What follows belongs to an exercise in optimizing a design on an open flow for small area and a short achievable clock period; a production flow would make more cautious choices. The RTL was checked by simulation tests, not by an equivalence proof against the original design.

==> flow/design.v <==
module arb_bank (
    input  wire        clk,
    input  wire        rst,           
    input  wire [18:0] req_valid,
    input  wire [75:0] req_len,       
    input  wire [5:0]  req_lnk_rt,    
    output wire [18:0] req_ready,
    input  wire        cfg_we,
    input  wire [4:0]  cfg_addr,      
    input  wire [15:0] cfg_wdata,
    output reg         gnt_valid,
    output reg  [4:0]  gnt_id,
    output reg  [4:0]  owner,         
    output reg  [3:0]  rt_run,
    output reg  [15:0] floor_cnt,
    output reg  [15:0] lfsr
);
    localparam N = 19;
    function can_rt;
        input integer id;
        can_rt = (id >= 6 && id <= 15);
    endfunction
    function can_be;
        input integer id;
        can_be = !(id >= 6 && id <= 9);
    endfunction
    function [7:0] ticket_reset;
        input integer id;
        begin
            if (id <= 3)       ticket_reset = 8'd32;
            else if (id <= 5)  ticket_reset = 8'd64;
            else if (id <= 17) ticket_reset = 8'd16;
            else               ticket_reset = 8'd32;
        end
    endfunction
    wire [N-1:0] prt;         
    wire [N-1:0] pbe;         
    wire [N-1:0] pend = prt | pbe;
    wire [N-1:0] take = req_valid & ~pend;
    wire [N-1:0] gsel;        
    wire         decide;
    wire [N-1:0] grant = gsel & {N{decide}};
    assign req_ready = ~pend;
    reg  [3:0] plen [0:N-1];
    wire [7:0] tk   [0:N-1];
    genvar gi, gj;
    generate
        for (gi = 0; gi < N; gi = gi + 1) begin : slot
            always @(posedge clk)
                if (take[gi]) plen[gi] <= req_len[4*gi +: 4];
            if (can_rt(gi)) begin : rt
                reg p;
                wire cls = (gi >= 10) ? req_lnk_rt[(gi >= 10) ? gi-10 : 0] : 1'b1;
                always @(posedge clk)
                    if (rst) p <= 1'b0;
                    else if (take[gi]) p <= cls;
                    else if (grant[gi]) p <= 1'b0;
                assign prt[gi] = p;
            end else begin : nrt
                assign prt[gi] = 1'b0;
            end
            if (can_be(gi)) begin : be
                reg p;
                wire cls = (gi >= 10 && gi <= 15) ? ~req_lnk_rt[(gi >= 10 && gi <= 15) ? gi-10 : 0] : 1'b1;
                reg [7:0] t;
                always @(posedge clk)
                    if (rst) p <= 1'b0;
                    else if (take[gi]) p <= cls;
                    else if (grant[gi]) p <= 1'b0;
                always @(posedge clk)
                    if (rst || (cfg_we && cfg_addr == gi))
                        t <= rst ? ticket_reset(gi) : cfg_wdata[7:0];
                assign pbe[gi] = p;
                assign tk[gi] = t;
            end else begin : nbe
                assign pbe[gi] = 1'b0;
                assign tk[gi] = 8'd0;
            end
        end
    endgenerate
    wire [N*N-1:0] ordm;     
    generate
        for (gi = 0; gi < N; gi = gi + 1) begin : row
            for (gj = 0; gj < N; gj = gj + 1) begin : col
                if (gi < gj && ((can_rt(gi) && can_rt(gj)) || (can_be(gi) && can_be(gj)))) begin : o
                    reg b;
                    always @(posedge clk)
                        if (take[gj]) b <= 1'b1;
                        else if (take[gi]) b <= 1'b0;
                    assign ordm[gi*N+gj] = b;
                end else if (gi > gj && ((can_rt(gi) && can_rt(gj)) || (can_be(gi) && can_be(gj)))) begin : tr
                    assign ordm[gi*N+gj] = ~row[gj].col[gi].o.b;
                end else begin : n
                    assign ordm[gi*N+gj] = 1'b1;
                end
            end
        end
    endgenerate
    wire [N-1:0] ort, obe;    
    generate
        for (gi = 0; gi < N; gi = gi + 1) begin : old
            assign ort[gi] = prt[gi] & &(ordm[gi*N +: N] | ~prt);
            assign obe[gi] = pbe[gi] & &(ordm[gi*N +: N] | ~pbe);
        end
    endgenerate
    wire rt_any = |prt;
    wire be_any = |pbe;
    reg [15:0] lfsr_next;
    reg        fb;
    integer i;
    always @* begin
        lfsr_next = lfsr;
        for (i = 0; i < 16; i = i + 1) begin
            fb = lfsr_next[15] ^ lfsr_next[13] ^ lfsr_next[12] ^ lfsr_next[10];
            lfsr_next = {lfsr_next[14:0], fb};
        end
    end
    function [11:0] rca;
        input [11:0] a, b;
        integer k;
        reg c;
        begin
            c = 1'b0;
            for (k = 0; k < 12; k = k + 1) begin
                rca[k] = a[k] ^ b[k] ^ c;
                c = (a[k] & b[k]) | (c & (a[k] ^ b[k]));
            end
        end
    endfunction
    function gtr;
        input [11:0] a, b;
        integer k;
        reg c;
        begin
            c = 1'b0;
            for (k = 0; k < 12; k = k + 1)
                c = (a[k] & ~b[k]) | (c & (a[k] | ~b[k]));
            gtr = c;
        end
    endfunction
    wire [11:0] m [0:14];
    generate
        for (gi = 0; gi < 15; gi = gi + 1) begin : msk
            localparam integer ID = (gi < 6) ? gi : gi + 4;
            assign m[gi] = pbe[ID] ? {4'd0, tk[ID]} : 12'd0;
        end
    endgenerate
    wire [11:0] s01   = rca(m[0], m[1]);
    wire [11:0] s23   = rca(m[2], m[3]);
    wire [11:0] s45   = rca(m[4], m[5]);
    wire [11:0] s67   = rca(m[6], m[7]);
    wire [11:0] s89   = rca(m[8], m[9]);
    wire [11:0] s1011 = rca(m[10], m[11]);
    wire [11:0] s1213 = rca(m[12], m[13]);
    wire [11:0] s0_3  = rca(s01, s23);
    wire [11:0] s4_7  = rca(s45, s67);
    wire [11:0] s8_11 = rca(s89, s1011);
    wire [11:0] s12_14 = rca(s1213, m[14]);
    wire [11:0] s0_7  = rca(s0_3, s4_7);
    wire [11:0] s8_14 = rca(s8_11, s12_14);
    wire [11:0] tsum  = rca(s0_7, s8_14);
    wire [11:0] P [0:14];
    assign P[0]  = m[0];
    assign P[1]  = s01;
    assign P[2]  = rca(s01, m[2]);
    assign P[3]  = s0_3;
    assign P[4]  = rca(s0_3, m[4]);
    assign P[5]  = rca(s0_3, s45);
    assign P[6]  = rca(P[5], m[6]);
    assign P[7]  = s0_7;
    assign P[8]  = rca(s0_7, m[8]);
    assign P[9]  = rca(s0_7, s89);
    assign P[10] = rca(P[9], m[10]);
    assign P[11] = rca(s0_7, s8_11);
    assign P[12] = rca(P[11], m[12]);
    assign P[13] = rca(P[11], s1213);
    assign P[14] = tsum;
    wire [17:0] ms1 = {2'b00, lfsr_next};
    wire [17:0] ms2 = {1'b0, lfsr_next, 1'b0};
    wire [17:0] ms3;
    reg         mc;
    integer     k;
    reg  [17:0] ms3_r;
    always @* begin
        mc = 1'b0;
        for (k = 0; k < 18; k = k + 1) begin
            ms3_r[k] = ms1[k] ^ ms2[k] ^ mc;
            mc = (ms1[k] & ms2[k]) | (mc & (ms1[k] ^ ms2[k]));
        end
    end
    assign ms3 = ms3_r;
    wire [27:0] pp [0:5];
    generate
        for (gi = 0; gi < 6; gi = gi + 1) begin : ppr
            wire [1:0] d = tsum[2*gi +: 2];
            wire [17:0] row = ({18{d == 2'd1}} & ms1) | ({18{d == 2'd2}} & ms2) |
                              ({18{d == 2'd3}} & ms3);
            assign pp[gi] = {10'd0, row} << (2*gi);
        end
    endgenerate
    function [27:0] csa_s;
        input [27:0] x, y, z;
        csa_s = x ^ y ^ z;
    endfunction
    function [27:0] csa_c;
        input [27:0] x, y, z;
        csa_c = ((x & y) | (x & z) | (y & z)) << 1;
    endfunction
    wire [27:0] ca1 = csa_s(pp[0], pp[1], pp[2]), cb1 = csa_c(pp[0], pp[1], pp[2]);
    wire [27:0] ca2 = csa_s(pp[3], pp[4], pp[5]), cb2 = csa_c(pp[3], pp[4], pp[5]);
    wire [27:0] ca3 = csa_s(ca1, cb1, ca2),       cb3 = csa_c(ca1, cb1, ca2);
    wire [27:0] ca4 = csa_s(ca3, cb3, cb2),       cb4 = csa_c(ca3, cb3, cb2);
    wire [27:0] prod = ca4 + cb4;
    wire [11:0] r = prod[27:16];
    wire [14:0] gt;
    wire [N-1:0] lot;
    generate
        for (gi = 0; gi < 15; gi = gi + 1) begin : lt
            localparam integer ID = (gi < 6) ? gi : gi + 4;
            assign gt[gi] = gtr(P[gi], r);
            if (gi == 0) begin : f
                assign lot[ID] = gt[gi];
            end else begin : n
                assign lot[ID] = gt[gi] & ~gt[gi-1];
            end
        end
        for (gi = 6; gi < 10; gi = gi + 1) begin : lz
            assign lot[gi] = 1'b0;
        end
    endgenerate
    wire boundary = (beats_left == 4'd0);    
    reg [3:0] beats_left;
    assign decide = boundary && (rt_any || be_any);
    wire pick_rt  = rt_any && (!be_any || rt_run != 4'd15);
    wire tzero    = (tsum == 12'd0);
    wire         use_old = pick_rt | tzero;
    wire [N-1:0] osel    = pick_rt ? ort : obe;
    assign gsel = use_old ? osel : lot;
    reg [4:0] win_old, win_lot;
    reg [3:0] len_old, len_lot;
    always @* begin
        win_old = 5'd0; win_lot = 5'd0;
        len_old = 4'd0; len_lot = 4'd0;
        for (i = 0; i < N; i = i + 1) begin
            if (osel[i]) begin
                win_old = win_old | i[4:0];
                len_old = len_old | plen[i];
            end
            if (lot[i]) begin
                win_lot = win_lot | i[4:0];
                len_lot = len_lot | plen[i];
            end
        end
    end
    wire [4:0] win  = use_old ? win_old : win_lot;
    wire [3:0] wlen = use_old ? len_old : len_lot;
    always @(posedge clk) begin
        if (rst) begin
            beats_left <= 4'd0;
            gnt_valid  <= 1'b0;
            gnt_id     <= 5'd0;
            owner      <= 5'd31;
            rt_run     <= 4'd0;
            floor_cnt  <= 16'd0;
            lfsr       <= 16'hACE1;
        end else begin
            gnt_valid <= decide;
            if (decide) begin
                beats_left <= wlen;
                gnt_id     <= win;
                owner      <= win;
                if (pick_rt) begin
                    rt_run <= be_any ? rt_run + 4'd1 : 4'd0;
                end else begin
                    rt_run <= 4'd0;
                    lfsr   <= lfsr_next;
                    if (rt_any && floor_cnt != 16'hFFFF)
                        floor_cnt <= floor_cnt + 16'd1;
                end
            end else if (boundary) begin
                owner <= 5'd31;
            end else begin
                beats_left <= beats_left - 4'd1;
            end
            if (cfg_we) begin
                if (cfg_addr == 5'd31) begin
                    if (cfg_wdata != 16'd0)
                        lfsr <= cfg_wdata;
                end else if (cfg_addr == 5'd30) begin
                    floor_cnt <= cfg_wdata;
                end
            end
        end
    end
endmodule
==> flow/config.mk <==
export PLATFORM = sky130hd
export DESIGN_NAME = arb_bank
export DESIGN_NICKNAME = arb_bank
export VERILOG_FILES = /design/flow/design.v
export SDC_FILE = /design/flow/constraint.sdc
export NUM_CORES = 4
export LEC_CHECK = 0
export ABC_AREA = 1
export CAP_MARGIN = 40
export CORE_MARGIN = 2
export CORE_UTILIZATION = 40
export SLEW_MARGIN = 40
==> flow/constraint.sdc <==
create_clock -name core_clock -period 62.0 [get_ports {clk}]
set_input_delay 12.4000 -clock core_clock [delete_from_list [all_inputs] [get_ports {clk}]]
set_output_delay 12.4000 -clock core_clock [all_outputs]
set_load 0.01 [all_outputs]
standard.sh (not shown) runs the stock make flow with config.mk's settings and CLKGATE_MAP_FILE= SYNTH_SCRIPT=/design/flow/synth_recipe.tcl, a recipe that flattens the netlist after the stock synthesis.
==> flow/flow/run.sh <==
#!/bin/bash
set -euo pipefail
bash standard.sh SETUP_SLACK_MARGIN=47.5 BUFFER_PORTS_ARGS='-buffer_cell sky130_fd_sc_hd__buf_1' finish > layout_make.log 2>&1
==> next run, changes <==
==> flow/flow/run.sh (replaced) <==
#!/bin/bash
set -euo pipefail
bash standard.sh SETUP_SLACK_MARGIN=48 BUFFER_PORTS_ARGS='-buffer_cell sky130_fd_sc_hd__buf_1' finish > layout_make.log 2>&1
Settings changed: ABC_AREA 1 to not set, CORE_UTILIZATION 40 to 60.
After rerunning: Worst setup slack is better by 0.40 ns; utilization rose by 25 points; die area fell by 34%; cell area rose by about 4%; critical path depth is unchanged; area after synthesis fell by about 1%; clock-buffer cell count rose by 3; cell count fell by about 15%; clock skew rose by 0.018 ns.
==> next run, changes <==
==> flow/flow/run.sh (replaced) <==
#!/bin/bash
set -euo pipefail
bash standard.sh SETUP_SLACK_MARGIN=48.5 BUFFER_PORTS_ARGS='-buffer_cell sky130_fd_sc_hd__buf_1' finish > layout_make.log 2>&1
Settings changed: ABC_AREA set to 1, CORE_UTILIZATION 60 to 40.
=> The new run ran to the end with no violations; register-to-register slack is better by 0.74 ns; setup slack improved by 0.27 ns; critical path depth does not change; worst hold slack is better by 0.0053 ns; design area went up by 3.3%; final cell count went up by 21%.

re-timing with driven ports:
Ports are ideal in the flow. The routed layouts listed here were re-timed in OpenROAD. Step 1, drivers: a clkbuf_16 drives clk and a buf_2 each remaining input, both assumed. Step 2 also shifts input and output timing later by t, the mid clock arrival at the registers, as if the neighbouring blocks saw the same clock. a / b / c = ideal ports / drivers / drivers and shift; a / b = the first two.
| run | shift t [ns] | setup slack, ns | worst setup path after step 2 |
|---|---|---|---|
| the first run | 0.640 | 47.600 / 47.540 / 47.355 | input to register |
| the second run | 0.661 | 48.005 / 47.942 / 47.409 | input to register |
| the third run | 0.612 | 48.279 / 48.222 / 47.985 | input to register |
After both steps every run listed still meets setup and hold. The setup slack of the second run, which loses most, moves by -0.063 ns with the drivers and by -0.596 ns with both steps.
